Background: an optimization exercise with open tools, aiming at small area and a short achievable clock period. Do not read the settings as production practice.
At most, simulation tests tie the RTL to the original design; equivalence was not proved.
Function not checked in runs 2 and 3: the RTL went through the layout flow alone.
Power and IR drop assume default switching activity.

==> flow/design.v <==
module lane_symbol_path (
    input  wire        clk,
    input  wire        rst,            
    input  wire        rx_valid,       
    input  wire [19:0] rx_bits,
    input  wire        cdr_lock,       
    input  wire        comma_align,    
    input  wire        bitslip,        
    input  wire        decode_check,   
    output reg         tx_valid,       
    output reg  [19:0] tx_bits,        
    output reg  [1:0]  code_err,       
    output reg  [1:0]  disp_err,       
    output reg         sym_lock,       
    output reg  [3:0]  word_phase      
);
    function [3:0] group_info(input [9:0] c);
        reg a, b, cc, d, e, i, f, g, h, j;
        reg s1, c1, s2, c2, s3, c3, s4, c4, s5, c5;
        reg w2, w3, w4, bal4;
        reg k28n, k28p, kx7n, kx7p;
        reg xm, xp, ym, yp, bm, bp, pm, am, pp, ap;
        reg vn, vp, hi, n5;
        reg [2:0] tw;
        begin
            {j, h, g, f, i, e, d, cc, b, a} = c;
            {c1, s1} = {1'b0, a} + {1'b0, b} + {1'b0, cc};
            {c2, s2} = {1'b0, d} + {1'b0, e} + {1'b0, i};
            {c3, s3} = {1'b0, f} + {1'b0, g} + {1'b0, h};
            w3 = (s1 ^ s2) & (c1 ^ c2);
            w4 = (s1 & s2 & (c1 ^ c2)) | (!s1 & !s2 & c1 & c2);
            w2 = (s1 & s2 & !c1 & !c2) | (!s1 & !s2 & (c1 ^ c2));
            k28n = !a & !b & cc & d & e & i;
            k28p = a & b & !cc & !d & !e & !i;
            kx7n = (e & !i & ((a & b & cc & !d) | (a & b & !cc & d) | (a & !b & cc & d) | (!a & b & cc & d))) | k28n;
            kx7p = (!e & i & ((!a & !b & !cc & d) | (!a & !b & cc & !d) | (!a & b & !cc & !d) | (a & !b & !cc & !d))) | k28p;
            xm = w3 & !(!a & !b & !cc);           
            yp = w3 & !(a & b & cc);              
            xp = w4 & !(a & b & cc & d);          
            ym = w2 & !(!a & !b & !cc & !d);      
            bal4 = ((f ^ g) & (h ^ j)) | ((f ~^ g) & (h ~^ j) & (f ^ h));
            bm = (bal4 & !(!f & !g)) | (f & !g & h & j) | (f & g & !h & j);
            bp = (bal4 & !(f & g)) | (!f & g & !h & !j) | (!f & !g & h & !j);
            pm = f & g & h & !j;
            am = !f & g & h & j;
            pp = !f & !g & !h & j;
            ap = f & !g & !h & !j;
            vn = (xm & (bm | (pm & !(e & i)) | (am & e & i))) |
                 (xp & (bp | (pp & !k28n) | (ap & kx7n)));
            vp = (yp & (bp | (pp & (e | i)) | (ap & !e & !i))) |
                 (ym & (bm | (pm & !k28p) | (am & kx7p)));
            {c4, s4} = {1'b0, s1} + {1'b0, s2} + {1'b0, s3};
            {c5, s5} = {1'b0, s4} + {1'b0, j};
            tw = {2'b0, c1} + {2'b0, c2} + {2'b0, c3} + {2'b0, c4} + {2'b0, c5};
            hi = (tw >= 3'd3);
            n5 = (tw == 3'd2) & s5;
            group_info = {hi, !n5, vp, vn};
        end
    endfunction
    reg [19:0] prev_word;
    reg        have_prev;
    reg        ph_half;        
    reg [2:0]  ph_idx;
    reg        have_bnd;       
    reg        good_cnt;       
    reg        oph_half;       
    reg [2:0]  oph_idx;
    reg [1:0]  oth_cnt;        
    reg [19:0] grp_q;          
    reg        dc_q;           
    reg        b_rx_rd;        
    reg        b_rx_known;
    reg        b_out_rd;
    reg        kill;           
    wire        take   = rx_valid && have_prev;
    wire [25:0] window = {rx_bits[5:0], prev_word};
    reg  [24:0] dif;
    reg  [19:0] cf;
    integer     s;
    always @(*) begin
        for (s = 0; s < 25; s = s + 1)
            dif[s] = window[s] ^ window[s+1];
        for (s = 0; s < 20; s = s + 1)
            cf[s] = !dif[s] && dif[s+1] && !(|dif[s+2 +: 4]);
    end
    reg  [3:0]  pres, eqp, eqo;
    reg  [2:0]  qi [0:3];      
    reg  [4:0]  blk;
    integer     b;
    always @(*) begin
        for (b = 0; b < 4; b = b + 1) begin
            blk     = cf[b*5 +: 5];
            pres[b] = |blk;
            qi[b]   = {blk[4], blk[3] | blk[2], blk[3] | blk[1]};
            eqp[b]  = (ph_half == b[0]) && (ph_idx == qi[b]);     
            eqo[b]  = (oph_half == b[0]) && (oph_idx == qi[b]);   
        end
    end
    wire [3:0] fst = {pres[3] & ~|pres[2:0], pres[2] & ~|pres[1:0], pres[1] & !pres[0], pres[0]};
    wire [3:0] lst = {pres[3], pres[2] & !pres[3], pres[1] & ~|pres[3:2], pres[0] & ~|pres[3:1]};
    wire       any_c = |pres;
    wire       one_c = |(fst & lst);
    wire       e02   = |(cf[4:0] & cf[14:10]);
    wire       e13   = |(cf[9:5] & cf[19:15]);
    wire       sm2   = pres[0] & !pres[1] & pres[2] & e02;    
    wire       sm3   = pres[1] & !pres[2] & pres[3] & e13;    
    wire       same_fs   = sm2 | (!pres[0] & sm3);            
    wire       same_last = (sm2 & !pres[3]) | sm3;            
    wire       two_same  = (sm2 & !pres[3]) | (!pres[0] & sm3);
    wire       eqp_f = |(fst & eqp);
    wire       eqo_f = |(fst & eqo);
    wire       eqp_l = |(lst & eqp);
    wire       unlocked_ok = have_bnd & !sym_lock;
    wire       oth_run = sym_lock & eqo_f & (oth_cnt != 2'd0);   
    wire       unl   = oth_run & ((oth_cnt == 2'd3) | ((oth_cnt == 2'd2) & same_fs));
    wire       unl2  = oth_run & (oth_cnt == 2'd2) & same_fs;
    wire       c_lk  = (unlocked_ok & eqp_f & (good_cnt | same_fs)) | (sym_lock & !unl);
    wire       c_gd  = one_c ? (unlocked_ok & eqp_f) : (same_last & !unl2);
    wire       l_half = lst[1] | lst[3];
    wire [2:0] l_idx  = ({3{lst[0]}} & qi[0]) | ({3{lst[1]}} & qi[1]) |
                        ({3{lst[2]}} & qi[2]) | ({3{lst[3]}} & qi[3]);
    reg  [1:0] c_oc;
    always @(*) begin
        if (eqp_l)
            c_oc = 2'd0;
        else if (same_last)
            c_oc = (two_same & oth_run) ? 2'd3 : 2'd2;
        else
            c_oc = (one_c & oth_run) ? oth_cnt + 2'd1 : 2'd1;
    end
    wire       run_chain = comma_align && cdr_lock && take && any_c;
    reg        n_lock, n_have_bnd, n_good, n_half, n_ohalf;
    reg [2:0]  n_idx, n_oidx;
    reg [1:0]  n_oth_cnt;
    always @(*) begin
        n_have_bnd = have_bnd && comma_align && cdr_lock;
        n_lock     = sym_lock && comma_align && cdr_lock;
        n_good     = good_cnt;
        n_ohalf    = oph_half;
        n_oidx     = oph_idx;
        n_oth_cnt  = oth_cnt;
        n_half     = ph_half;
        n_idx      = ph_idx;
        if (run_chain) begin
            n_have_bnd = 1'b1;
            n_lock     = c_lk;
            n_good     = c_gd;
            n_ohalf    = l_half;
            n_oidx     = l_idx;
            n_oth_cnt  = c_oc;
            if (!c_lk) begin
                n_half = l_half;
                n_idx  = l_idx;
            end
        end else if (!comma_align && bitslip) begin
            if (ph_idx == 3'd4) begin
                n_half = !ph_half;
                n_idx  = 3'd0;
            end else
                n_idx  = ph_idx + 3'd1;
        end
    end
    wire [38:0] win_full = {rx_bits[18:0], prev_word};
    wire [23:0] sh5      = n_half ? win_full[28:5] : win_full[23:0];
    reg  [19:0] groups;
    integer     m;
    always @(*)
        for (m = 0; m < 20; m = m + 1)
            case (n_idx)
                3'd0:    groups[m] = sh5[m];
                3'd1:    groups[m] = sh5[m+1];
                3'd2:    groups[m] = sh5[m+2];
                3'd3:    groups[m] = sh5[m+3];
                default: groups[m] = sh5[m+4];
            endcase
    reg [9:0]  grp;
    reg        vn, vp, unb, hi, inr, fwd;
    reg        a_rx_rd, a_rx_known, a_out_rd;
    integer    k;
    always @(*) begin
        a_rx_rd    = b_rx_rd;
        a_rx_known = b_rx_known && dc_q;
        a_out_rd   = b_out_rd;
        tx_bits    = 20'd0;
        code_err   = 2'b00;
        disp_err   = 2'b00;
        for (k = 0; k < 2; k = k + 1) begin
            grp = grp_q[k*10 +: 10];
            {hi, unb, vp, vn} = group_info(grp);
            inr = a_rx_rd ? vp : vn;
            fwd = !dc_q || (a_rx_known && inr && (a_rx_rd == a_out_rd));
            if (dc_q) begin
                if (!(vn || vp)) begin
                    code_err[k] = 1'b1;
                    a_rx_known  = 1'b0;
                end else if (a_rx_known) begin
                    disp_err[k] = !inr;
                    a_rx_rd     = a_rx_rd ^ !inr ^ unb;
                end else if (!(vn && vp)) begin
                    a_rx_rd     = vp ^ unb;
                    a_rx_known  = 1'b1;
                end
            end
            tx_bits[k*10 +: 10] = fwd ? grp : (a_out_rd ? 10'b1110100001 : 10'b0001011110);
            if (fwd && unb)
                a_out_rd = hi;
        end
    end
    always @(*)
        word_phase = ph_half ? {1'b0, ph_idx} + 4'd5 : {1'b0, ph_idx};
    always @(posedge clk)
        if (rx_valid)
            prev_word <= rx_bits;
    always @(posedge clk) begin
        if (rst) begin
            have_prev   <= 1'b0;
            sym_lock    <= 1'b0;
            have_bnd    <= 1'b0;
            ph_half     <= 1'b0;
            ph_idx      <= 3'd0;
            good_cnt    <= 1'b0;
            oph_half    <= 1'b0;
            oph_idx     <= 3'd0;
            oth_cnt     <= 2'd0;
            tx_valid    <= 1'b0;
            grp_q       <= 20'd0;
            dc_q        <= 1'b0;
            b_rx_rd     <= 1'b0;
            b_rx_known  <= 1'b0;
            b_out_rd    <= 1'b0;
            kill        <= 1'b0;
        end else begin
            sym_lock   <= n_lock;
            have_bnd   <= n_have_bnd;
            ph_half    <= n_half;
            ph_idx     <= n_idx;
            good_cnt   <= n_good;
            oph_half   <= n_ohalf;
            oph_idx    <= n_oidx;
            oth_cnt    <= n_oth_cnt;
            tx_valid   <= take;
            if (rx_valid)
                have_prev <= 1'b1;
            if (take) begin
                grp_q      <= groups;
                dc_q       <= decode_check;
                b_rx_rd    <= a_rx_rd;
                b_rx_known <= a_rx_known && !kill;
                b_out_rd   <= a_out_rd;
                kill       <= 1'b0;
            end else if (!decode_check) begin
                kill       <= 1'b1;
            end
        end
    end
endmodule
==> flow/flow/run.sh <==
#!/bin/bash
# Layout flow: the standard ORFS flow (standard.sh, all steps), with
#  - an area-oriented ABC mapping script for the synthesis's logic mapping
#    (the registers are mapped as in the standard synthesis, before ABC),
#  - plain buffers (buf_2) instead of delay buffers on the ports,
#  - an extra setup margin for the flow's repair_timing calls, so that the
#    repair works on the paths that set the achieved period.
# The clock period and constraints are the standard flow's (constraint.sdc, config.mk).
set -euo pipefail
W=$(pwd)
rm -rf "$W/scripts_local"
cp -r "$FLOW_HOME/scripts" "$W/scripts_local"
cp "$W/flow/abc_area_map.script" "$W/scripts_local/abc_speed.script"
export SCRIPTS_DIR="$W/scripts_local"
export BUFFER_PORTS_ARGS="-buffer_cell sky130_fd_sc_hd__buf_2"
if [[ -f "$W/flow/setup_margin" ]]; then
  export SETUP_SLACK_MARGIN=$(cat "$W/flow/setup_margin")
fi
bash standard.sh > "$W/orfs_flow.log" 2>&1
==> flow/flow/abc_area_map.script <==
strash
dc2
dch -f
amap
topo
buffer -c
dnsize -c
==> flow/standard.sh <==
#!/bin/bash
# synth_recipe.tcl (not shown) runs the flow's synth.tcl, then flattens the netlist and writes it again
# the make line also repeats each setting of config.mk as NAME=value (left out here)
make -C /OpenROAD-flow-scripts/flow DESIGN_CONFIG=/design/flow/config.mk WORK_HOME=/design/flow/orfs CLKGATE_MAP_FILE= SYNTH_SCRIPT=/design/flow/synth_recipe.tcl "${@:-finish}"
==> flow/config.mk <==
export PLATFORM = sky130hd
export DESIGN_NAME = lane_symbol_path
export DESIGN_NICKNAME = lane_symbol_path
export VERILOG_FILES = /design/flow/design.v
export SDC_FILE = /design/flow/constraint.sdc
export NUM_CORES = 4
export LEC_CHECK = 0
export CAP_MARGIN = 20
export CORE_MARGIN = 2
export CORE_UTILIZATION = 40
export CTS_CLUSTER_DIAMETER = 150
export CTS_CLUSTER_SIZE = 60
export SLEW_MARGIN = 20
==> flow/constraint.sdc <==
create_clock -name core_clock -period 34.0 [get_ports {clk}]
set_input_delay 6.8000 -clock core_clock [delete_from_list [all_inputs] [get_ports {clk}]]
set_output_delay 6.8000 -clock core_clock [all_outputs]
set_load 0.01 [all_outputs]
==> results.py, run 1 <==
metrics = {
    "status": {
        "status": "timing/DRC/antenna clean",
    },
    "cells_and_area": {
        "drive_gt1_frac": 0.110,
        "syn_to_final_growth_pct": 13.4,
        "diodes": 0,
        "nNetsFinal": 895,
        "stdcell_area_um2": 6240,
        "stdcell_count": 1010,
        "fillCellCount": 1350,
        "final_util": 0.467,
    },
    "setup_path": {
        "critPathArrivalTime_ns": 12.90,
        "path_buf_inv": 6,
        "cp_max_fo": 38,
        "critPathTopFamily": "compound AO/OA/AOI/OAI gates",
        "required_ns": 34.25,
        "slowest_delay_ns": 0.81,
        "crit_top_cell": "nor2_1",
        "crit_slowest_cell": "a2111oi_0",
        "critPathCaptureType": "register",
        "startpoint_type": "input pin",
        "crit_chain": "buf_2, nor2_1, a21oi_1, or2_2, a2111oi_0, nor2_1, inv_1, nor4_1, buf_4, nor2_1, a31oi_1, nor4b_1, o211ai_1, a31oi_1, inv_1, a22oi_1, o22ai_2, buf_4, inv_1, nand3_1, o22ai_1, nor2_1, a221o_1, o21ai_0",
        "crit_type": "in2reg",
    },
    "power": {
        "ir_drop_v": 0.0000294,
        "p_seq_frac": 0.353,
        "power_frac_comb": 0.290,
        "clkPwrFrac": 0.358,
        "power.internal_mw": 0.157,
        "power_switching_mw": 0.0833,
        "swShare": 0.347,
        "p_leak_nw": 2.64,
        "totalPowerFinal_mw": 0.240,
        "powerDensity_nw_per_um2": 38.5,
    },
    "cts": {
        "cts_made_buffers": 9,
        "post_cts_buffers": 0,
        "clock-sinks": 60,
        "clkTransAtPathRegs_ns": 0.06,
        "clock_latency_ns": 0.34,
        "cts_root_buf": "clkbuf_16",
        "cts_tree": "built",
        "cts_buffer_depth": 2,
        "ctsHtreeMaxLevel": 3,
        "ctsHoldBuffers": 0,
        "cts_resized": 0,
    },
    "sta": {
        "setup_viol": 0,
        "slew_headroom": 0.302,
        "period_needed_ns": 12.65,
        "slew_violations": 0,
        "finalHoldViolCount": 0,
        "period_share": 0.372,
        "rsz0062_at_grt": "false",
        "tightest_slew_ns": 1.02,
        "fin_setup_tns_ns": 0,
        "max_freq_mhz": 79.0,
        "finalClockSkew_ns": 0.00644,
    },
    "routing": {
        "drc_errors": 0,
        "route.vias.total": 6238,
        "vias_per_cell": 6.18,
        "firstDrtPassIters": 8,
        "routedWlPerCell_um": 17.3,
        "drt-total-wl_mm": 17.5,
        "drt_iter0_drc": 739,
        "ant_nets": 0,
    },
    "yosys": {
        "synthCells": 784,
        "async_reset_ff_frac": 0,
        "synth_edf_count": 20,
        "synth_ff_type": "dfxtp_1",
        "avgSynthCellArea_um2": 7.02,
        "post_synth_num_cell_types": 47,
        "syn-cell-area_um2": 5500,
        "synth_nets": 850,
        "ys_ff_latch": 60,
        "yosysSeqAreaShare": 0.255,
        "ys_warn_count": 2,
    },
    "placed_design": {
        "placed_cells": 994,
        "port_buffers": 56,
        "dp_hpwl_mm": 13.7,
        "gp_congestion": 0.952,
        "place_area_um2": 5950,
    },
    "floorplanning": {
        "core_um2": 13300,
        "ioPinCount": 57,
        "die_w_um": 121,
        "die_area_um2": 14700,
        "fp.dieH_um": 121,
        "row_count": 42,
        "initial_core_util": 0.412,
    },
    "grt": {
        "antenna_found_initial": 0,
        "grt_pass1_vias": 5700,
        "track_usage": 0.236,
        "overflow": 0,
        "grt_max_degree": 39,
        "grt_first_pass_wirelength_mm": 27.7,
    },
    "hold_path": {
        "hold_path.class": "reg2reg",
    },
    "job": {
        "drv_cap": 0,
    },
}
state kept, by name, indices dropped and copies added (netlist names), 2 cells and up:
register,count
oth_cnt,2
prev_word,20
ph_idx,3
grp_q,20
oph_idx,3
cell usage in the layout, fill, tap and decap left out, drive strengths merged, types with 4 or more instances in the layout:
| master | count |
|---|---|
| o221a | 4 |
| buf | 62 |
| nand2b | 4 |
| a211oi | 4 |
| nand3 | 11 |
| nand2 | 79 |
| nor3 | 34 |
| ha | 27 |
| a32oi | 4 |
| a21oi | 19 |
| nor2 | 89 |
| a221oi | 8 |
| o21ai | 45 |
| or2 | 9 |
| a31oi | 13 |
| fa | 12 |
| o22ai | 119 |
| o32ai | 5 |
| nor4 | 23 |
| o21a | 4 |
| and3 | 7 |
| inv | 123 |
| dfxtp | 40 |
| edfxtp | 20 |
| a22oi | 12 |
| o221ai | 13 |
| clkbuf | 12 |
layout make-up:
class / count / area (µm²) / area share
repair buffers: 62 / 325 / 0.0522
clock buffers: 12 / 256 / 0.0411
multi-input cells: 572 / 3540 / 0.568
clock inverters: 4 / 25.0 / 0.00401
inverters: 124 / 465 / 0.0746
flip-flops and latches: 60 / 1400 / 0.225
well taps: 176 / 220 / 0.0353
stage by stage:
stage               hold WS, ns  worst slack [ns]
floorplan                 0.433             22.58
global placement          0.451             21.28
detailed placement        0.466             21.10
CTS                       0.476             21.41
global route              0.493             20.89
finish                    0.476             21.35
synth_stat cells (4+ instances only):
master	count	area share
o21ai_0	45	0.041
dfxtp_1	40	0.15
nand2_1	79	0.054
ha_1	27	0.061
nand3_1	11	0.010
and3_1	7	0.0080
o32ai_1	5	0.0080
nor3_1	34	0.031
a31oi_1	13	0.015
nor2_1	89	0.061
or2_2	9	0.010
o21a_1	4	0.0055
nor4_1	23	0.026
buf_1	4	0.0027
a22oi_1	12	0.016
a21oi_1	19	0.017
clkbuf_1	23	0.016
fa_1	12	0.044
nand2b_1	4	0.0045
a211oi_1	4	0.0055
a32oi_1	4	0.0064
o22ai_1	119	0.14
inv_1	123	0.084
o221ai_1	13	0.021
o221a_2	4	0.0082
edfxtp_1	20	0.11
a221oi_1	8	0.013
final timing paths:
kind / startpoint / slack, ns / end / cells past startpoint
setup / recovery: rx_bits[1] / 21.35 / grp_q[0] / 24
hold / removal: have_prev / 0.48 / have_prev / 2
setup reg to reg: prev_word[7] / 27.18 / grp_q[0] / 25
hold reg to reg: have_prev / 0.48 / have_prev / 2
routing by layer:
metal / part of all wire / global-route usage / wire length (µm)
met1: 0.42 / 0.303 / 7320
met2: 0.49 / 0.401 / 8550
met3: 0.070 / 0.0315 / 1220
met4: 0.023 / 0.0941 / 410
met5: 0 / 0 / 0
worst min-delay path, stage by stage, from the launching register on:
cell and delay, ns:
dfxtp_1 0.32, nor2_1 0.05, nor2_1 0.07
power by group through the flow:
stage	registers (mW)	logic [mW]	clock network, mW
2_1_floorplan	0.0837	0.0501	0
3_3_place_gp	0.0860	0.0667	0
3_5_place_dp	0.0859	0.0680	0
4_1_cts	0.0844	0.0686	0.0879
5_1_grt	0.0851	0.0776	0.0907
6_report	0.0847	0.0696	0.0860
kinds of logic after synthesis:
logic type | count (synthesis) | share of synthesized area
compound gates | 268 | 0.320
simple gates | 265 | 0.216
buf+inv | 152 | 0.104
flops | 60 | 0.255
fa+ha+maj | 39 | 0.105
==> run 2, diff against run 1 <==
--- a/flow/design.v
+++ b/flow/design.v
@@ -16,12 +16,14 @@
 );
     function [3:0] group_info(input [9:0] c);
         reg a, b, cc, d, e, i, f, g, h, j;
-        reg s1, c1, s2, c2, s3, c3, s4, c4, s5, c5;
+        reg s1, c1, s2, c2, s3, c3;
+        reg x0, x1, x2, y0, y1, y2, z0, z1, z2;
+        reg [6:0] q6;
+        reg [4:0] q4;
         reg w2, w3, w4, bal4;
         reg k28n, k28p, kx7n, kx7p;
         reg xm, xp, ym, yp, bm, bp, pm, am, pp, ap;
         reg vn, vp, hi, n5;
-        reg [2:0] tw;
         begin
             {j, h, g, f, i, e, d, cc, b, a} = c;
             {c1, s1} = {1'b0, a} + {1'b0, b} + {1'b0, cc};
@@ -49,11 +51,25 @@
                  (xp & (bp | (pp & !k28n) | (ap & kx7n)));
             vp = (yp & (bp | (pp & (e | i)) | (ap & !e & !i))) |
                  (ym & (bm | (pm & !k28p) | (am & kx7p)));
-            {c4, s4} = {1'b0, s1} + {1'b0, s2} + {1'b0, s3};
-            {c5, s5} = {1'b0, s4} + {1'b0, j};
-            tw = {2'b0, c1} + {2'b0, c2} + {2'b0, c3} + {2'b0, c4} + {2'b0, c5};
-            hi = (tw >= 3'd3);
-            n5 = (tw == 3'd2) & s5;
+            x2 = s1 & s2;  x1 = s1 ^ s2;  x0 = !s1 & !s2;
+            y2 = c1 & c2;  y1 = c1 ^ c2;  y0 = !c1 & !c2;
+            q6[0] = x0 & y0;
+            q6[1] = x1 & y0;
+            q6[2] = (x2 & y0) | (x0 & y1);
+            q6[3] = x1 & y1;
+            q6[4] = (x2 & y1) | (x0 & y2);
+            q6[5] = x1 & y2;
+            q6[6] = x2 & y2;
+            z2 = s3 & j;  z1 = s3 ^ j;  z0 = !s3 & !j;
+            q4[0] = z0 & !c3;
+            q4[1] = z1 & !c3;
+            q4[2] = (z2 & !c3) | (z0 & c3);
+            q4[3] = z1 & c3;
+            q4[4] = z2 & c3;
+            hi = q6[6] | (q6[5] & !q4[0]) | (q6[4] & (q4[2] | q4[3] | q4[4])) |
+                 (q6[3] & (q4[3] | q4[4])) | (q6[2] & q4[4]);
+            n5 = (q6[5] & q4[0]) | (q6[4] & q4[1]) | (q6[3] & q4[2]) |
+                 (q6[2] & q4[3]) | (q6[1] & q4[4]);
             group_info = {hi, !n5, vp, vn};
         end
     endfunction
--- a/flow/config.mk
+++ b/flow/config.mk
@@ -8,6 +8,4 @@
 export CAP_MARGIN = 20
 export CORE_MARGIN = 2
 export CORE_UTILIZATION = 40
-export CTS_CLUSTER_DIAMETER = 150
-export CTS_CLUSTER_SIZE = 60
 export SLEW_MARGIN = 20
==> run 2 against run 1 <==
Net effect: still clean on timing, DRC and antenna; die area increased by 1.3%; first-iteration DRC count is 35% lower; hold slack got worse by 0.024 ns; utilization decreased by 0.67 points; clock power rose by 2%.
==> results.py, run 2 <==
metrics = {
    "cts": {
        "ctsHtreeMaxLevel": 3,
        "ctsHoldBuffers": 0,
        "cts_root_buf": "clkbuf_16",
        "clock-sinks": 60,
        "cts_made_buffers": 9,
        "cts_buffer_depth": 2,
        "clkTransAtPathRegs_ns": 0.05,
        "post_cts_buffers": 0,
        "cts_resized": 0,
        "clock_latency_ns": 0.34,
        "cts_tree": "built",
    },
    "yosys": {
        "ys_ff_latch": 60,
        "synth_ff_type": "dfxtp_1",
        "avgSynthCellArea_um2": 6.85,
        "synth_top_area_cell": "dfxtp_1",
        "yosysTopAreaCellShare": 0.144,
        "synthSimpleGateAreaFrac": 0.227,
        "synth-xor-area-share": 0,
        "synth-compound-area-share": 0.331,
        "yosysMostFrequentCell": "inv_1",
        "async_reset_ff_frac": 0,
        "synth.area.top_cells": "dfxtp_1 14%, o22ai_1 14%, edfxtp_1 11%",
        "syn-cell-area_um2": 5580,
        "synth_nets": 874,
        "synthCells": 814,
        "post_synth_num_cell_types": 50,
        "synth_fa_ha_area_frac": 0.0821,
        "synth.area.mux_share": 0,
        "synth_top_family_by_area": "compound AO/OA/AOI/OAI gates",
        "yosysSeqAreaShare": 0.251,
        "ys_warn_count": 2,
        "synth_edf_count": 20,
        "synth_commonest_cells": "130 x inv_1, 123 x o22ai_1, 105 x nor2_1",
    },
    "grt": {
        "grt_first_pass_wirelength_mm": 27.5,
        "overflow": 0,
        "antenna_found_initial": 0,
        "track_usage": 0.228,
        "grt_pass1_vias": 5696,
        "grt_max_degree": 39,
    },
    "sta": {
        "finalHoldViolCount": 0,
        "max_freq_mhz": 80.7,
        "period_share": 0.364,
        "slew_headroom": 0.326,
        "slew_violations": 0,
        "period_needed_ns": 12.39,
        "setup_slack_ns": 21.61,
        "finalClockSkew_ns": 0.00676,
        "rsz0062_at_grt": "false",
        "hold_ws_ns": 0.452,
        "setup_viol": 0,
        "tightest_slew_ns": 1.00,
        "fin_setup_tns_ns": 0,
    },
    "routing": {
        "firstDrtPassIters": 5,
        "drt_iter0_drc": 478,
        "drt-total-wl_mm": 17.1,
        "route.vias.total": 6331,
        "drc_errors": 0,
        "routedWlPerCell_um": 16.4,
        "vias_per_cell": 6.06,
        "ant_nets": 0,
    },
    "setup_path": {
        "reg2reg_depth": 24,
        "required_ns": 34.25,
        "rr_endpoint": "grp_q[0]",
        "critPathCaptureType": "register",
        "crit_type": "in2reg",
        "startpoint_type": "input pin",
        "critPathArrivalTime_ns": 12.64,
        "rrSetupSlack_ns": 27.56,
        "reg2reg_from": "prev_word[11]",
        "cp_max_fo": 38,
    },
    "cells_and_area": {
        "multi_input_area_um2": 3590,
        "final_common_cell": "inv_1",
        "fillCellCount": 1466,
        "seqCellArea_um2": 1400,
        "diodes": 0,
        "syn_to_final_growth_pct": 13.7,
        "layout_common_cells": "130 x inv_1, 123 x o22ai_1, 105 x nor2_1, 77 x nand2_1, 56 x buf_2",
        "stdcell_area_um2": 6340,
        "drive_gt1_frac": 0.113,
        "nNetsFinal": 920,
        "reg_top3": "grp_q: 20 flops, prev_word: 20 flops",
    },
    "floorplanning": {
        "row_count": 43,
        "die_area_um2": 14900,
        "core_um2": 13800,
        "ioPinCount": 57,
        "initial_core_util": 0.405,
        "fp.dieH_um": 122,
        "die_w_um": 122,
    },
    "power": {
        "p_seq_frac": 0.351,
        "power.internal_mw": 0.159,
        "totalPowerFinal_mw": 0.240,
        "ir_drop_v": 0.0000211,
        "clkPwrFrac": 0.364,
        "power_frac_comb": 0.285,
        "power_switching_mw": 0.0813,
        "powerDensity_nw_per_um2": 37.9,
        "swShare": 0.338,
        "p_leak_nw": 2.57,
    },
    "hold_path": {
        "hold_depth": 1,
        "hold_path.class": "reg2reg",
        "min_from": "kill",
        "min_to": "b_rx_known",
    },
    "placed_design": {
        "pre_cts_slack_ns": 21.40,
        "dp_hpwl_mm": 13.1,
        "gp_congestion": 0.994,
        "port_buffers": 56,
        "place_area_um2": 6060,
    },
    "status": {
        "status": "timing/DRC/antenna clean",
    },
    "job": {
        "drv_cap": 0,
    },
}
## run 2: cell families after synthesis
family	Yosys count
buffers and inverters	162
DFF	60
adders and majority gates	33
AOI/OAI and AO/OA	279
and+or+nand+nor	280
## run 2: critical path: stages
cell	delay [ns]
buf_2	0.13
inv_1	0.08
o22ai_1	0.09
or2_2	0.32
nor4b_1	0.54
nor2_1	0.15
inv_1	0.14
nor4_1	0.06
buf_4	0.20
inv_1	0.10
nand4_1	0.15
or4_1	0.49
nand3_1	0.10
and4bb_2	0.27
o211ai_1	0.11
a31oi_1	0.49
inv_1	0.16
nor2_1	0.21
o32ai_4	0.11
buf_4	0.27
inv_1	0.24
nand3_1	0.59
o22ai_1	0.36
nor2_1	0.08
a221o_1	0.31
o21ai_0	0.06
## run 2: routing by layer
metal,routed length [µm],up-vias,part of all wire,GRT usage
li1,-,3097,-,-
met1,7630,2938,0.45,0.298
met2,8000,256,0.47,0.380
met3,1090,40,0.064,0.0412
met4,380,0,0.022,0.0783
met5,0,-,0,0
## run 2: worst max path at each step
stage | start | endpoint | slack, ns
floorplan | rx_bits[0] | grp_q[18] | 22.81
global placement | rx_bits[0] | grp_q[0] | 21.53
detailed placement | rx_bits[0] | grp_q[0] | 21.40
CTS | rx_bits[0] | grp_q[0] | 21.73
global route | grp_q[0] | tx_bits[15] | 21.19
finish | rx_bits[0] | grp_q[0] | 21.61
## run 2: cell type report
cell class                 instances  share of cell area
timing repair buffer              64              0.0537
clock buffer                      15              0.0440
multi-input combinational        592               0.566
tap                              180              0.0355
sequential                        60               0.221
inverter                         133              0.0787
clock inverter                     1            0.000789
## run 2: through the flow
stage / util / cells
2_1_floorplan: - / 814
6_report: 0.460 / 1045
4_1_cts: 0.460 / 1045
5_1_grt: 0.460 / 1045
3_5_place_dp: 0.440 / 1029
3_3_place_gp: 0.440 / 1029
## run 2: power groups by stage
stage | sequential (mW) | clock, mW | combinational (mW)
after floorplan | 0.0833 | 0 | 0.0498
after global placement | 0.0855 | 0 | 0.0674
final | 0.0843 | 0.0875 | 0.0686
after detailed placement | 0.0854 | 0 | 0.0671
after global routing | 0.0847 | 0.0919 | 0.0761
after CTS | 0.0840 | 0.0887 | 0.0674
==> run 3, diff against run 2 <==
==> flow/flow/run.sh (replaced) <==
#!/bin/bash
# Layout flow: the standard ORFS flow (standard.sh, all steps), with
#  - an area-oriented ABC mapping script for the synthesis's logic mapping
#    (the registers are mapped as in the standard synthesis, before ABC),
#  - plain buffers (buf_2) instead of delay buffers on the ports,
#  - an extra setup margin for the flow's repair_timing calls, repairing
#    only the worst path each time (no TNS repair), so that the repair
#    works on the path that sets the achieved period.
# The clock period and constraints are the standard flow's (constraint.sdc, config.mk).
set -euo pipefail
W=$(pwd)
rm -rf "$W/scripts_local"
cp -r "$FLOW_HOME/scripts" "$W/scripts_local"
cp "$W/flow/abc_area_map.script" "$W/scripts_local/abc_speed.script"
export SCRIPTS_DIR="$W/scripts_local"
export BUFFER_PORTS_ARGS="-buffer_cell sky130_fd_sc_hd__buf_2"
export SETUP_SLACK_MARGIN=$(cat "$W/flow/setup_margin")
export TNS_END_PERCENT=0
bash standard.sh > "$W/orfs_flow.log" 2>&1
==> flow/flow/setup_margin (new file) <==
23
==> run 3 against run 2 <==
Net effect: still clean; die area unchanged; register-to-register slack better by 0.82 ns; clock power rose by 21%; sequential power is 2% higher; flip-flop and latch count stayed put; maximum frequency increased by 14%; final cell count increased by 5.7%; sequential share of layout area fell by 4.1 points; critical path type unchanged.
==> results.py, run 3 <==
metrics = {
    "floorplanning": {
        "fp.dieH_um": 122,
        "die_area_um2": 14900,
        "core_um2": 13800,
        "row_count": 43,
        "die_w_um": 122,
        "ioPinCount": 57,
        "initial_core_util": 0.405,
    },
    "cts": {
        "cts_made_buffers": 9,
        "ctsHtreeMaxLevel": 3,
        "cts_buffer_depth": 2,
        "ctsHoldBuffers": 0,
        "cts_tree": "built",
        "clock-sinks": 60,
        "clock_latency_ns": 0.35,
        "cts_root_buf": "clkbuf_16",
        "clkTransAtPathRegs_ns": 0.06,
    },
    "routing": {
        "routedWlPerCell_um": 17.8,
        "drt-total-wl_mm": 19.6,
        "firstDrtPassIters": 7,
        "drt_iter0_drc": 714,
        "vias_per_cell": 6.16,
        "drc_errors": 0,
        "route.vias.total": 6808,
        "ant_nets": 0,
    },
    "placed_design": {
        "dp_hpwl_mm": 12.9,
        "gp_congestion": 1.03,
        "place_area_um2": 6060,
        "pre_cts_slack_ns": 21.46,
        "port_buffers": 56,
    },
    "job": {
        "drv_cap": 0,
    },
    "grt": {
        "grt_first_pass_wirelength_mm": 29.4,
        "track_usage": 0.248,
        "antenna_found_initial": 0,
        "overflow": 0,
        "grt_max_degree": 26,
        "grt_pass1_vias": 5949,
    },
    "cells_and_area": {
        "reg_top3": "grp_q: 20 flops, prev_word: 20 flops",
        "layout_common_cells": "108 x inv_1, 96 x o22ai_1, 92 x nor2_1, 75 x nand2_1, 52 x buf_2",
        "nNetsFinal": 980,
        "diodes": 0,
        "final_util": 0.571,
        "syn_to_final_growth_pct": 41.0,
        "drive_gt1_frac": 0.309,
        "final_common_cell": "inv_1",
        "stdcell_area_um2": 7860,
    },
    "sta": {
        "hold_ws_ns": 0.451,
        "finalClockSkew_ns": 0.00866,
        "setup_viol": 0,
        "tightest_slew_ns": 1.05,
        "setup_slack_ns": 23.09,
        "rsz0062_at_grt": "true",
        "period_share": 0.321,
        "finalHoldViolCount": 0,
        "fin_setup_tns_ns": 0,
        "slew_headroom": 0.296,
        "slew_violations": 0,
        "max_freq_mhz": 91.7,
        "period_needed_ns": 10.91,
    },
    "setup_path": {
        "rr_endpoint": "grp_q[3]",
        "reg2reg_depth": 23,
        "worstSetupEndpoint": "grp_q[3]",
        "cp_max_fo": 7,
        "rrSetupSlack_ns": 28.38,
        "crit_slowest_cell": "or4_1",
        "startpoint_type": "input pin",
        "slowest_delay_ns": 0.47,
        "required_ns": 34.19,
        "crit_start": "rx_bits[1]",
        "crit_type": "in2reg",
        "reg2reg_from": "prev_word[13]",
        "critPathArrivalTime_ns": 11.10,
        "critPathCaptureType": "register",
    },
    "yosys": {
        "synth_commonest_cells": "130 x inv_1, 123 x o22ai_1, 105 x nor2_1",
        "async_reset_ff_frac": 0,
        "synthCells": 814,
        "ys_warn_count": 2,
        "ys_ff_latch": 60,
        "synth_edf_count": 20,
        "yosysSeqAreaShare": 0.251,
        "yosysMostFrequentCell": "inv_1",
        "synth.area.top_cells": "dfxtp_1 14%, o22ai_1 14%, edfxtp_1 11%",
        "yosysTopAreaCellShare": 0.144,
        "synth_top_area_cell": "dfxtp_1",
        "synth_ff_type": "dfxtp_1",
        "avgSynthCellArea_um2": 6.85,
        "syn-cell-area_um2": 5580,
        "post_synth_num_cell_types": 50,
        "synth_nets": 874,
    },
    "hold_path": {
        "hold_path.class": "reg2reg",
    },
    "power": {
        "ir_drop_v": 0.0000259,
        "powerDensity_nw_per_um2": 35.6,
        "p_leak_nw": 3.09,
    },
    "status": {
        "status": "timing/DRC/antenna clean",
    },
}
run 3: cell counts after synthesis:
No cell type changed its count.
run 3: area by class of cell:
type	instances	area, µm²
fillers	1274	5910
multi-input cells	600	4480
flip-flops and latches	60	1420
repair buffers	113	816
inverters	133	557
clock buffers	10	229
well taps	180	225
clock inverters	6	111
repair inverters	3	30.0
run 3: through the flow:
stage               cells  total power, mW
floorplan             814            0.133
global placement     1028            0.153
detailed placement   1028            0.152
CTS                  1079            0.270
global route         1105            0.292
finish               1105            0.280
run 3: report_power, final:
group	leakage [nW]	internal (mW)	total, mW	switching [mW]
Sequential	0.525	0.0787	0.0859	0.00713
Clock	0.163	0.0716	0.106	0.0341
Combinational	2.41	0.0348	0.0884	0.0536
Total	3.09	0.185	0.280	0.0948
run 3: worst max-delay path: cells and delay by family:
family	cells	cell delay [ns]
simple gates	11	2.04
compound gates	7	1.26
buf+inv	7	0.98
run 3: repair_timing:
action / in CTS / in global routing
cloned: 12 / 2
setup buffers: 23 / 24
pin swaps: 20 / 42
setup endpoints to repair: 30 / 30
resized for setup: 96 / 125
run 3: worst min path at each step:
stage	slack, ns	end	cells after the start	start
after floorplan	0.43	b_rx_known	1	kill
after global placement	0.44	b_rx_known	1	kill
after detailed placement	0.45	b_rx_known	1	kill
after CTS	0.45	b_rx_known	1	kill
after global routing	0.47	b_rx_known	1	kill
final	0.45	b_rx_known	1	kill
run 3: kinds of logic after synthesis:
logic type,share of synthesized area
buffers and inverters,0.109
adders and majority gates,0.0821
DFF,0.251
AOI/OAI and AO/OA,0.331
and+or+nand+nor,0.227
run 3: layer usage:
layer	vias up	track usage	part of all wire	wire [µm]
li1	3253	-	-	-
met3	84	0.0482	0.079	1550
met2	371	0.398	0.47	9310
met1	3100	0.321	0.41	7990
met4	0	0.116	0.039	764
met5	-	0	0	0
==> run 4, diff against run 3 <==
--- a/flow/design.v
+++ b/flow/design.v
@@ -18,9 +18,8 @@
         reg a, b, cc, d, e, i, f, g, h, j;
         reg s1, c1, s2, c2, s3, c3;
         reg x0, x1, x2, y0, y1, y2, z0, z1, z2;
-        reg [6:0] q6;
-        reg [4:0] q4;
-        reg w2, w3, w4, bal4;
+        reg [6:0] q6;               
+        reg [4:0] q4;               
         reg k28n, k28p, kx7n, kx7p;
         reg xm, xp, ym, yp, bm, bp, pm, am, pp, ap;
         reg vn, vp, hi, n5;
@@ -29,28 +28,6 @@
             {c1, s1} = {1'b0, a} + {1'b0, b} + {1'b0, cc};
             {c2, s2} = {1'b0, d} + {1'b0, e} + {1'b0, i};
             {c3, s3} = {1'b0, f} + {1'b0, g} + {1'b0, h};
-            w3 = (s1 ^ s2) & (c1 ^ c2);
-            w4 = (s1 & s2 & (c1 ^ c2)) | (!s1 & !s2 & c1 & c2);
-            w2 = (s1 & s2 & !c1 & !c2) | (!s1 & !s2 & (c1 ^ c2));
-            k28n = !a & !b & cc & d & e & i;
-            k28p = a & b & !cc & !d & !e & !i;
-            kx7n = (e & !i & ((a & b & cc & !d) | (a & b & !cc & d) | (a & !b & cc & d) | (!a & b & cc & d))) | k28n;
-            kx7p = (!e & i & ((!a & !b & !cc & d) | (!a & !b & cc & !d) | (!a & b & !cc & !d) | (a & !b & !cc & !d))) | k28p;
-            xm = w3 & !(!a & !b & !cc);           
-            yp = w3 & !(a & b & cc);              
-            xp = w4 & !(a & b & cc & d);          
-            ym = w2 & !(!a & !b & !cc & !d);      
-            bal4 = ((f ^ g) & (h ^ j)) | ((f ~^ g) & (h ~^ j) & (f ^ h));
-            bm = (bal4 & !(!f & !g)) | (f & !g & h & j) | (f & g & !h & j);
-            bp = (bal4 & !(f & g)) | (!f & g & !h & !j) | (!f & !g & h & !j);
-            pm = f & g & h & !j;
-            am = !f & g & h & j;
-            pp = !f & !g & !h & j;
-            ap = f & !g & !h & !j;
-            vn = (xm & (bm | (pm & !(e & i)) | (am & e & i))) |
-                 (xp & (bp | (pp & !k28n) | (ap & kx7n)));
-            vp = (yp & (bp | (pp & (e | i)) | (ap & !e & !i))) |
-                 (ym & (bm | (pm & !k28p) | (am & kx7p)));
             x2 = s1 & s2;  x1 = s1 ^ s2;  x0 = !s1 & !s2;
             y2 = c1 & c2;  y1 = c1 ^ c2;  y0 = !c1 & !c2;
             q6[0] = x0 & y0;
@@ -70,6 +47,24 @@
                  (q6[3] & (q4[3] | q4[4])) | (q6[2] & q4[4]);
             n5 = (q6[5] & q4[0]) | (q6[4] & q4[1]) | (q6[3] & q4[2]) |
                  (q6[2] & q4[3]) | (q6[1] & q4[4]);
+            xm = q6[3] & !(!a & !b & !cc);        
+            xp = q6[4] & !(a & b & cc & d);       
+            yp = q6[3] & !(a & b & cc);           
+            ym = q6[2] & !(!a & !b & !cc & !d);   
+            k28n = xp & e & i & !a & !b;          
+            k28p = ym & !e & !i & a & b;          
+            kx7n = (e & !i) | k28n;               
+            kx7p = (!e & i) | k28p;               
+            bm = (q4[2] & (f | g)) | (q4[3] & f & j);       
+            bp = (q4[2] & !(f & g)) | (q4[1] & !f & !j);    
+            pm = q4[3] & !j;
+            am = q4[3] & !f;
+            pp = q4[1] & j;
+            ap = q4[1] & f;
+            vn = (xm & (bm | (pm & !(e & i)) | (am & e & i))) |
+                 (xp & (bp | (pp & !k28n) | (ap & kx7n)));
+            vp = (yp & (bp | (pp & (e | i)) | (ap & !e & !i))) |
+                 (ym & (bm | (pm & !k28p) | (am & kx7p)));
             group_info = {hi, !n5, vp, vn};
         end
     endfunction
==> flow/flow/run.sh (replaced) <==
#!/bin/bash
# Layout flow: the standard ORFS flow (standard.sh, all steps), with
#  - an area-oriented ABC mapping script for the synthesis's logic mapping
#    (abc_area_map.script; the registers are mapped as in the standard
#    synthesis, before ABC),
#  - plain buffers (buf_2) instead of delay buffers on the ports,
#  - a smaller clock tree: clkbuf_8 buffers, no dummy loads.
# The clock period and constraints are the standard flow's (constraint.sdc, config.mk).
# Each tool's output is in orfs/logs/; make's own output in orfs_flow.log.
set -euo pipefail
W=$(pwd)
rm -rf "$W/scripts_local"
cp -r "$FLOW_HOME/scripts" "$W/scripts_local"
cp "$W/flow/abc_area_map.script" "$W/scripts_local/abc_speed.script"
export SCRIPTS_DIR="$W/scripts_local"
export BUFFER_PORTS_ARGS="-buffer_cell sky130_fd_sc_hd__buf_2"
export CTS_ARGS="-sink_clustering_enable -repair_clock_nets -buf_list sky130_fd_sc_hd__clkbuf_8 -root_buf sky130_fd_sc_hd__clkbuf_8 -dont_use_dummy_load -sink_clustering_size 20 -sink_clustering_max_diameter 100"
bash standard.sh > "$W/orfs_flow.log" 2>&1
removed: flow/flow/setup_margin
==> run 4 against run 3 <==
Net effect: routed wire length shrank 13%; total power decreased by 32%; highest routed layer unchanged; non-clock buffer count shrank 53; critical path depth is 5 lower; first-iteration DRC count is 14% lower; clock power shrank 54%; utilization down 11 points; sequential power down 2.8%; combinational power is 35% lower; cell area fell by 26%; setup slack worse by 1.5 ns.
==> results.py, run 4 <==
metrics = {
    "status": {
        "status": "timing/DRC/antenna clean",
    },
    "cells_and_area": {
        "nNetsFinal": 872,
        "reg_top3": "grp_q: 20 flops, prev_word: 20 flops",
        "drive_gt1_frac": 0.0963,
        "final_common_cell": "inv_1",
        "diodes": 0,
        "final_util": 0.457,
        "syn_to_final_growth_pct": 10.6,
        "layout_common_cells": "132 x inv_1, 123 x o22ai_1, 91 x nor2_1, 86 x nand2_1, 56 x buf_2",
        "fillCellCount": 1351,
    },
    "yosys": {
        "yosysSeqAreaShare": 0.266,
        "async_reset_ff_frac": 0,
        "syn-cell-area_um2": 5260,
        "synth_edf_count": 20,
        "synth_commonest_cells": "132 x inv_1, 123 x o22ai_1, 91 x nor2_1",
        "synth_nets": 829,
        "synth-compound-area-share": 0.335,
        "ys_ff_latch": 60,
        "synthCells": 779,
        "post_synth_num_cell_types": 48,
        "synth-xor-area-share": 0,
        "synth_top_area_cell": "dfxtp_1",
        "synth_top_family_by_area": "compound AO/OA/AOI/OAI gates",
        "avgSynthCellArea_um2": 6.75,
        "yosysMostFrequentCell": "inv_1",
        "synthSimpleGateAreaFrac": 0.218,
        "yosysTopAreaCellShare": 0.152,
        "synth_fa_ha_area_frac": 0.0633,
        "ys_warn_count": 2,
        "synth.area.top_cells": "dfxtp_1 15%, o22ai_1 15%, edfxtp_1 11%",
        "synth_ff_type": "dfxtp_1",
        "synth.area.mux_share": 0,
    },
    "setup_path": {
        "crit_slowest_cell": "a21oi_1",
        "crit_chain": "fa_1, inv_1, ha_1, o22ai_1, o32ai_1, a311o_1, a31oi_1, inv_1, nand2_1, o21ai_0, a21oi_1, nor2_1, o211ai_1, o21ai_0, inv_1, o22ai_1, a31oi_1, nand2_1, o21ai_0, buf_2",
        "rr_endpoint": "grp_q[17]",
        "rrSetupSlack_ns": 27.71,
        "critPathArrivalTime_ns": 5.56,
        "required_ns": 27.20,
        "crit_type": "reg2out",
        "startpoint_type": "register",
        "path_buf_inv": 4,
        "crit_start": "grp_q[6]",
        "critPathCaptureType": "primary output",
        "cp_max_fo": 13,
        "critPathTopFamily": "compound AO/OA/AOI/OAI gates",
        "reg2reg_depth": 26,
        "slowest_delay_ns": 0.73,
        "reg2reg_from": "prev_word[8]",
    },
    "power": {
        "p_leak_nw": 2.42,
        "ir_drop_v": 0.0000191,
        "powerDensity_nw_per_um2": 32.6,
    },
    "floorplanning": {
        "ioPinCount": 57,
        "fp.dieH_um": 119,
        "row_count": 41,
        "core_um2": 12700,
        "die_area_um2": 14100,
        "initial_core_util": 0.413,
        "die_w_um": 119,
    },
    "grt": {
        "grt_pass1_vias": 5464,
        "overflow": 0,
        "grt_max_degree": 39,
        "grt_first_pass_wirelength_mm": 27.5,
        "antenna_found_initial": 0,
        "track_usage": 0.240,
    },
    "routing": {
        "route.vias.total": 6008,
        "ant_nets": 0,
        "vias_per_cell": 6.06,
        "drc_errors": 0,
        "drt_iter0_drc": 615,
        "drt-total-wl_mm": 17.0,
        "routedWlPerCell_um": 17.2,
        "firstDrtPassIters": 6,
    },
    "placed_design": {
        "port_buffers": 56,
        "gp_congestion": 0.920,
        "dp_hpwl_mm": 13.3,
    },
    "sta": {
        "finalHoldViolCount": 0,
        "rsz0062_at_grt": "false",
        "period_needed_ns": 12.36,
        "period_share": 0.364,
        "slew_headroom": 0.279,
        "slew_violations": 0,
        "finalClockSkew_ns": 0.0141,
        "setup_viol": 0,
        "tightest_slew_ns": 1.07,
        "max_freq_mhz": 80.9,
        "fin_setup_tns_ns": 0,
    },
    "cts": {
        "clock_latency_ns": 0.34,
        "cts_made_buffers": 9,
        "ctsHoldBuffers": 0,
        "cts_root_buf": "clkbuf_8",
        "clock-sinks": 60,
        "cts_resized": 0,
        "cts_tree": "built",
        "clkTransAtPathRegs_ns": 0.06,
        "post_cts_buffers": 0,
        "cts_buffer_depth": 2,
        "ctsHtreeMaxLevel": 3,
    },
    "hold_path": {
        "hold_depth": 2,
        "hold_path.class": "reg2reg",
        "min_from": "kill",
        "min_to": "kill",
    },
    "job": {
        "drv_cap": 0,
    },
}
-- run 4: changes by cell type after synthesis, moves of 4 or more --
cell and delta:
nor2_1 -14, o21ai_0 +4, clkbuf_1 -4, nand2_1 +9, ha_1 -10, a221oi_1 -6, a22oi_1 +4, nor4_1 -6
and3_1 -4, o311ai_0 +4, or2_2 -8, o221a_2 -4
-- run 4: metrics by stage --
stage / instances / area [µm²] / hold slack (ns) / worst slack, ns / power (mW)
2_1_floorplan: 779 / 5260 / 0.426 / 23.28 / 0.124
3_3_place_gp: 983 / 5680 / 0.443 / 21.83 / 0.141
3_5_place_dp: 983 / 5690 / 0.452 / 21.73 / 0.142
4_1_cts: 992 / 5810 / 0.462 / 21.76 / 0.190
5_1_grt: 992 / 5820 / 0.503 / 21.18 / 0.202
6_report: 992 / 5820 / 0.456 / 21.64 / 0.190
-- run 4: layer usage --
metal	vias up	GRT usage	part of all wire
met5	-	0	0
met4	0	0.0647	0.015
met3	23	0.0323	0.077
met2	275	0.393	0.46
met1	2779	0.330	0.45
li1	2931	-	-
-- run 4: worst max-delay path by stage --
stage | endpoint | slack [ns] | cells past startpoint
after CTS | tx_bits[14] | 21.76 | 20
after floorplan | grp_q[13] | 23.28 | 26
final | tx_bits[14] | 21.64 | 20
after detailed placement | grp_q[10] | 21.73 | 21
after global placement | grp_q[10] | 21.83 | 21
after global routing | tx_bits[13] | 21.18 | 22
-- run 4: tightest hold or removal path, cell delays in order (launching register included) --
cell	delay [ns]
dfxtp_1	0.32
nor2_1	0.04
nor2_1	0.06
-- run 4: layout make-up --
type	count	area [µm²]	area share
Tap cell	172	215	0.0370
Timing Repair Buffer	60	310	0.0534
Inverter	134	503	0.0865
Clock buffer	9	124	0.0213
Multi-Input combinational cell	557	3260	0.561
Sequential cell	60	1400	0.241
-- run 4: cells by family (layout without fill, tap and decap cells) --
logic type	count (synthesis)	in the layout
adders and majority gates	23	23
and+or+nand+nor	262	262
AOI/OAI and AO/OA	272	272
DFF	60	60
buffers and inverters	162	203
-- run 4: report_power, final --
group | internal [mW] | switching (mW) | total [mW]
clock network | 0.0235 | 0.0251 | 0.0486
logic | 0.0200 | 0.0377 | 0.0578
registers | 0.0784 | 0.00508 | 0.0835
total | 0.122 | 0.0679 | 0.190
==> run 5, diff against run 4 <==
--- a/flow/config.mk
+++ b/flow/config.mk
@@ -7,5 +7,6 @@
 export LEC_CHECK = 0
 export CAP_MARGIN = 20
 export CORE_MARGIN = 2
-export CORE_UTILIZATION = 40
+export CORE_UTILIZATION = 70
+export PLACE_DENSITY = 0.75
 export SLEW_MARGIN = 20
==> run 5 against run 4 <==
Net effect: still clean; sequential share of layout area is 0.41 points higher; critical path depth unchanged; register-to-register slack worse by 0.06 ns; final cell count fell by 7.4%; routed wire length down 4.5%; cell area decreased by 1.7%; first-iteration DRC count rose by 17%; critical path type unchanged; critical endpoint is now tx_bits[17].
==> results.py, run 5 <==
metrics = {
    "grt": {
        "grt_max_degree": 39,
        "grt_first_pass_wirelength_mm": 26.2,
        "track_usage": 0.385,
        "met1_usage": 0.445,
        "met3_usage": 0.0843,
        "grt.met2_usage": 0.672,
        "antenna_found_initial": 0,
        "grt.busiest_layer": "met2",
        "overflow": 0,
        "grt_pass1_vias": 5846,
    },
    "cts": {
        "cts_buffer_depth": 2,
        "cts_tree": "built",
        "ctsHtreeMaxLevel": 3,
        "cts_made_buffers": 9,
        "cts_root_buf": "clkbuf_8",
        "clock_latency_ns": 0.36,
        "cts_resized": 0,
        "post_cts_buffers": 0,
        "clock-sinks": 60,
        "ctsHoldBuffers": 0,
        "clkTransAtPathRegs_ns": 0.06,
    },
    "power": {
        "p_seq_frac": 0.440,
        "power_switching_mw": 0.0684,
        "p_leak_nw": 2.42,
        "totalPowerFinal_mw": 0.190,
        "power.internal_mw": 0.122,
        "ir_drop_v": 0.0000358,
        "power_frac_comb": 0.304,
        "clkPwrFrac": 0.256,
        "powerDensity_nw_per_um2": 33.3,
        "swShare": 0.359,
    },
    "hold_path": {
        "min_to": "kill",
        "hold_path.class": "reg2reg",
        "min_from": "kill",
        "hold_depth": 2,
    },
    "sta": {
        "tightest_slew_ns": 1.12,
        "period_needed_ns": 12.37,
        "finalClockSkew_ns": 0.0311,
        "setup_viol": 0,
        "slew_headroom": 0.246,
        "rsz0062_at_grt": "false",
        "finalHoldViolCount": 0,
        "hold_ws_ns": 0.478,
        "fin_setup_tns_ns": 0,
        "slew_violations": 0,
        "max_freq_mhz": 80.8,
        "period_share": 0.364,
        "setup_slack_ns": 21.63,
    },
    "placed_design": {
        "place_area_um2": 5590,
        "port_buffers": 56,
        "dp_hpwl_mm": 12.3,
        "pre_cts_slack_ns": 21.99,
        "gp_congestion": 1.13,
    },
    "floorplanning": {
        "die_w_um": 90.7,
        "initial_core_util": 0.725,
        "die_area_um2": 8220,
        "core_um2": 7250,
        "ioPinCount": 57,
        "fp.dieH_um": 90.7,
        "row_count": 31,
    },
    "yosys": {
        "post_synth_num_cell_types": 48,
        "synth_edf_count": 20,
        "synth_ff_type": "dfxtp_1",
        "yosysMostFrequentCell": "inv_1",
        "async_reset_ff_frac": 0,
        "syn-cell-area_um2": 5260,
        "synth.area.top_cells": "dfxtp_1 15%, o22ai_1 15%, edfxtp_1 11%",
        "synth_commonest_cells": "132 x inv_1, 123 x o22ai_1, 91 x nor2_1",
        "avgSynthCellArea_um2": 6.75,
        "ys_ff_latch": 60,
        "synth_nets": 829,
        "ys_warn_count": 2,
        "synth_top_area_cell": "dfxtp_1",
        "yosysSeqAreaShare": 0.266,
        "synthCells": 779,
        "yosysTopAreaCellShare": 0.152,
    },
    "setup_path": {
        "critPathCaptureType": "primary output",
        "rr_endpoint": "grp_q[0]",
        "required_ns": 27.20,
        "cp_max_fo": 13,
        "crit_type": "reg2out",
        "startpoint_type": "register",
        "critPathArrivalTime_ns": 5.57,
        "reg2reg_from": "prev_word[8]",
        "reg2reg_depth": 26,
        "rrSetupSlack_ns": 27.65,
    },
    "routing": {
        "drt_iter0_drc": 718,
        "firstDrtPassIters": 10,
        "route.vias.total": 6420,
        "drc_errors": 0,
        "drt-total-wl_mm": 16.3,
        "routedWlPerCell_um": 17.7,
        "vias_per_cell": 6.99,
        "ant_nets": 0,
    },
    "cells_and_area": {
        "final_common_cell": "inv_1",
        "layout_common_cells": "132 x inv_1, 123 x o22ai_1, 91 x nor2_1, 86 x nand2_1, 56 x buf_2",
        "stdcell_area_um2": 5720,
        "nNetsFinal": 872,
        "syn_to_final_growth_pct": 8.71,
        "reg_top3": "grp_q: 20 flops, prev_word: 20 flops",
        "diodes": 0,
        "drive_gt1_frac": 0.0951,
    },
    "status": {
        "status": "timing/DRC/antenna clean",
    },
    "job": {
        "drv_cap": 0,
    },
}
[run 5: cell count changes in the layout (fill, tap and decap cells not counted)]
cell / change
nor4_2: -1
nor4_1: +1
[run 5: cells by family after synthesis]
family	share of synthesized area
AND/OR/NAND/NOR	0.218
buffers and inverters	0.117
AO/OA/AOI/OAI	0.335
flip-flops	0.266
adder cells (fa/ha/maj)	0.0633
[run 5: layer usage]
metal / vias to the layer above / routed length, µm
met3: 107 / 1820
met5: - / 0
met4: 0 / 705
met2: 543 / 7720
met1: 2848 / 6050
li1: 2922 / -
[run 5: layout make-up]
cell class	count	area, µm²
clock buffers	9	124
fillers	558	1540
inverters	134	503
multi-input cells	557	3260
flip-flops and latches	60	1400
well taps	99	124
repair buffers	60	310
[run 5: how the worst max path moves through the flow]
stage               start     endpoint  slack [ns]  cells past startpoint
4_1_cts          grp_q[6]  tx_bits[10]       21.81                     20
2_1_floorplan  rx_bits[0]    grp_q[13]       23.28                     26
3_5_place_dp   rx_bits[0]     grp_q[0]       21.99                     23
3_3_place_gp   rx_bits[0]     grp_q[0]       22.27                     23
5_1_grt          grp_q[6]  tx_bits[11]       21.07                     20
6_report         grp_q[6]  tx_bits[17]       21.63                     20
[run 5: per-stage QoR]
stage,util,cells
2_1_floorplan,-,779
3_3_place_gp,0.770,910
3_5_place_dp,0.770,910
4_1_cts,0.787,919
5_1_grt,0.788,919
6_report,0.788,919
[run 5: worst max-delay path, cell delays in order (launching register included)]
cell and delay [ns]:
dfxtp_1 0.35, fa_1 0.57, inv_1 0.05, ha_1 0.20, o22ai_1 0.33, o32ai_1 0.20, a311o_1 0.31, a31oi_1 0.22
inv_1 0.12, nand2_1 0.12, o21ai_0 0.12, a21oi_1 0.66, nor2_1 0.11, o211ai_1 0.11, o21ai_0 0.17, inv_1 0.13
o22ai_1 0.11, a31oi_1 0.72, nand2_1 0.29, o21ai_0 0.17, buf_2 0.18
[run 5: power groups by stage]
stage / registers, mW / logic (mW) / clock network [mW]
global route: 0.0840 / 0.0633 / 0.0521
floorplan: 0.0830 / 0.0412 / 0
finish: 0.0837 / 0.0579 / 0.0488
detailed placement: 0.0849 / 0.0554 / 0
global placement: 0.0847 / 0.0533 / 0
CTS: 0.0833 / 0.0557 / 0.0490
==> run 6, diff against run 5 <==
==> flow/flow/run.sh (replaced) <==
#!/bin/bash
# Layout flow: the standard ORFS flow (standard.sh, all steps), with
#  - an area-oriented ABC mapping script for the synthesis's logic mapping
#    (abc_area_map.script; the registers are mapped as in the standard
#    synthesis, before ABC),
#  - plain buffers (buf_2) instead of delay buffers on the ports,
#  - a smaller clock tree: clkbuf_4 buffers, no dummy loads.
# The clock period and constraints are the standard flow's (constraint.sdc, config.mk).
# Each tool's output is in orfs/logs/; make's own output in orfs_flow.log.
set -euo pipefail
W=$(pwd)
rm -rf "$W/scripts_local"
cp -r "$FLOW_HOME/scripts" "$W/scripts_local"
cp "$W/flow/abc_area_map.script" "$W/scripts_local/abc_speed.script"
export SCRIPTS_DIR="$W/scripts_local"
export BUFFER_PORTS_ARGS="-buffer_cell sky130_fd_sc_hd__buf_2"
export CTS_ARGS="-sink_clustering_enable -repair_clock_nets -buf_list sky130_fd_sc_hd__clkbuf_4 -root_buf sky130_fd_sc_hd__clkbuf_4 -dont_use_dummy_load -sink_clustering_size 12 -sink_clustering_max_diameter 100"
bash standard.sh > "$W/orfs_flow.log" 2>&1
--- a/flow/config.mk
+++ b/flow/config.mk
@@ -7,6 +7,5 @@
 export LEC_CHECK = 0
 export CAP_MARGIN = 20
 export CORE_MARGIN = 2
-export CORE_UTILIZATION = 70
-export PLACE_DENSITY = 0.75
+export CORE_UTILIZATION = 40
 export SLEW_MARGIN = 20
==> run 6 against run 5 <==
Net effect: combinational power hardly changed; setup slack worse by 0.051 ns; flip-flop and latch count stayed put; die area is 71% higher; total power is 6.9% lower.
==> results.py, run 6 <==
metrics = {
    "yosys": {
        "synth_top_family_by_area": "compound AO/OA/AOI/OAI gates",
        "yosysMostFrequentCell": "inv_1",
        "synth.area.top_cells": "dfxtp_1 15%, o22ai_1 15%, edfxtp_1 11%",
        "yosysSeqAreaShare": 0.266,
        "synth_commonest_cells": "132 x inv_1, 123 x o22ai_1, 91 x nor2_1",
        "synth-xor-area-share": 0,
        "ys_warn_count": 2,
        "yosysTopAreaCellShare": 0.152,
        "async_reset_ff_frac": 0,
        "synth_nets": 829,
        "synth-compound-area-share": 0.335,
        "synth.area.mux_share": 0,
        "synth_edf_count": 20,
        "synthCells": 779,
        "post_synth_num_cell_types": 48,
        "synth_fa_ha_area_frac": 0.0633,
        "synth_top_area_cell": "dfxtp_1",
        "synthSimpleGateAreaFrac": 0.218,
        "avgSynthCellArea_um2": 6.75,
        "synth_ff_type": "dfxtp_1",
        "syn-cell-area_um2": 5260,
        "ys_ff_latch": 60,
    },
    "sta": {
        "max_freq_mhz": 80.5,
        "rsz0062_at_grt": "false",
        "period_needed_ns": 12.43,
        "finalClockSkew_ns": 0.0242,
        "finalHoldViolCount": 0,
        "setup_slack_ns": 21.57,
        "tightest_slew_ns": 1.05,
        "period_share": 0.365,
        "slew_headroom": 0.292,
        "setup_viol": 0,
        "fin_setup_tns_ns": 0,
        "slew_violations": 0,
    },
    "power": {
        "powerDensity_nw_per_um2": 30.8,
        "ir_drop_v": 0.0000208,
        "p_leak_nw": 2.39,
        "totalPowerFinal_mw": 0.177,
    },
    "routing": {
        "ant_nets": 0,
        "met3_length_mm": 1.25,
        "route.vias.total": 6023,
        "met1_length_mm": 7.75,
        "routedWlPerCell_um": 17.2,
        "dr.max_layer_used": "met4",
        "firstDrtPassIters": 7,
        "drt_iter0_drc": 525,
        "drt-total-wl_mm": 17.0,
        "wl_met2_mm": 7.75,
        "drc_errors": 0,
        "vias_per_cell": 6.07,
    },
    "grt": {
        "antenna_found_initial": 0,
        "grt_first_pass_wirelength_mm": 27.5,
        "overflow": 0,
        "grt_max_degree": 39,
        "grt_pass1_vias": 5485,
        "track_usage": 0.241,
    },
    "floorplanning": {
        "die_area_um2": 14100,
        "ioPinCount": 57,
        "initial_core_util": 0.413,
        "core_um2": 12700,
        "fp.dieH_um": 119,
        "row_count": 41,
        "die_w_um": 119,
    },
    "cts": {
        "cts_buffer_depth": 2,
        "cts_made_buffers": 9,
        "cts_root_buf": "clkbuf_4",
        "clock-sinks": 60,
        "post_cts_buffers": 0,
        "cts_resized": 0,
        "clock_latency_ns": 0.42,
        "ctsHtreeMaxLevel": 3,
        "clkTransAtPathRegs_ns": 0.08,
        "ctsHoldBuffers": 0,
        "cts_tree": "built",
    },
    "setup_path": {
        "reg2reg_from": "prev_word[8]",
        "crit_start": "grp_q[6]",
        "critPathCaptureType": "primary output",
        "cp_max_fo": 13,
        "critPathArrivalTime_ns": 5.63,
        "startpoint_type": "register",
        "crit_type": "reg2out",
        "required_ns": 27.20,
    },
    "placed_design": {
        "gp_congestion": 0.920,
        "dp_hpwl_mm": 13.3,
        "port_buffers": 56,
        "pre_cts_slack_ns": 21.73,
    },
    "job": {
        "drv_cap": 0,
    },
    "hold_path": {
        "min_from": "kill",
        "hold_path.class": "reg2reg",
    },
    "cells_and_area": {
        "diodes": 0,
        "syn_to_final_growth_pct": 9.49,
        "nNetsFinal": 872,
        "layout_common_cells": "132 x inv_1, 123 x o22ai_1, 91 x nor2_1, 86 x nand2_1, 56 x buf_2",
        "reg_top3": "grp_q: 20 flops, prev_word: 20 flops",
        "drive_gt1_frac": 0.0963,
        "final_common_cell": "inv_1",
        "fillCellCount": 1357,
    },
    "status": {
        "status": "timing/DRC/antenna clean",
    },
}
[run 6: cell counts after synthesis]
Identical to the previous run, type by type.
[run 6: routing by layer]
| metal | GRT usage | vias to the layer above |
|---|---|---|
| li1 | - | 2926 |
| met1 | 0.328 | 2786 |
| met2 | 0.390 | 285 |
| met3 | 0.0372 | 26 |
| met4 | 0.0744 | 0 |
| met5 | 0 | - |
[run 6: report_power, final]
| group | internal, mW | switching, mW | total [mW] |
|---|---|---|---|
| Clock | 0.0123 | 0.0237 | 0.0360 |
| Sequential | 0.0783 | 0.00506 | 0.0833 |
| Combinational | 0.0200 | 0.0379 | 0.0579 |
| Total | 0.111 | 0.0666 | 0.177 |
[run 6: area by class of cell]
class                   count  area, µm²  share of cell area
well taps                 172        215              0.0374
multi-input cells         557       3260               0.566
inverters                 134        503              0.0873
clock buffers               9       67.6              0.0117
flip-flops and latches     60       1400               0.243
repair buffers             60        310              0.0539
[run 6: kinds of logic (layout without fill, tap and decap cells)]
kind of cell / Yosys count / after routing
buffers and inverters: 162 / 203
DFF: 60 / 60
AOI/OAI and AO/OA: 272 / 272
and+or+nand+nor: 262 / 262
adders and majority gates: 23 / 23
[run 6: path summary, 6_finish.rpt]
kind | end | slack, ns | cells past startpoint
setup / recovery | tx_bits[14] | 21.57 | 20
hold / removal | kill | 0.46 | 2
setup reg to reg | grp_q[17] | 27.75 | 26
hold reg to reg | kill | 0.46 | 2
[run 6: stage by stage]
stage	cells	hold WS [ns]	instance area, µm²	util
2_1_floorplan	779	0.426	5260	-
6_report	992	0.460	5760	0.453
4_1_cts	992	0.467	5750	0.452
3_5_place_dp	983	0.452	5690	0.447
5_1_grt	992	0.508	5760	0.453
3_3_place_gp	983	0.443	5680	0.446
[run 6: critical path, cell delays in order (launching register included)]
cell	delay (ns)
dfxtp_1	0.37
fa_1	0.57
inv_1	0.05
ha_1	0.20
o22ai_1	0.31
o32ai_1	0.19
a311o_1	0.29
a31oi_1	0.26
inv_1	0.14
nand2_1	0.12
o21ai_0	0.12
a21oi_1	0.72
nor2_1	0.13
o211ai_1	0.13
o21ai_0	0.21
inv_1	0.14
o22ai_1	0.10
a31oi_1	0.63
nand2_1	0.23
o21ai_0	0.12
buf_2	0.16

[port drivers added, routing unchanged]
The results above use ideal ports. As a check the final layouts listed here were re-extracted and re-timed, cells and wires unchanged. Step 1, drivers: a clkbuf_16 drives clk and a buf_2 each remaining input, both assumed. Step 2, shift: input delay + t, output delay - t, t = (earliest + latest rising clock arrival at the registers) / 2. This alone moves slack from input paths to output paths. a / b / c = ideal ports / drivers / drivers and shift; a / b = the first two.
| run | shift t [ns] | setup slack, ns | hold slack, ns | worst setup path after step 2 |
|---|---|---|---|---|
| run 1 | 0.375 | 21.347 / 21.360 / 20.985 | 0.476 / 0.476 / 0.476 | input to register |
| run 2 | 0.376 | 21.614 / 21.625 / 21.249 | 0.452 / 0.452 / 0.452 | input to register |
| run 3 | 0.384 | 23.092 / 23.090 / 22.716 | 0.451 / 0.451 / 0.451 | input to register |
| run 4 | 0.369 | 21.640 / 21.607 / 21.771 | 0.456 / 0.456 / 0.456 | input to register |
| run 5 | 0.369 | 21.626 / 21.597 / 21.916 | 0.478 / 0.478 / 0.478 | input to register |
| run 6 | 0.434 | 21.575 / 21.544 / 21.742 | 0.460 / 0.460 / 0.460 | input to register |
After both steps every run listed still meets setup and hold. For run 3, which loses most, drivers alone change the setup slack by -0.002 ns; drivers and shift together by -0.376 ns.
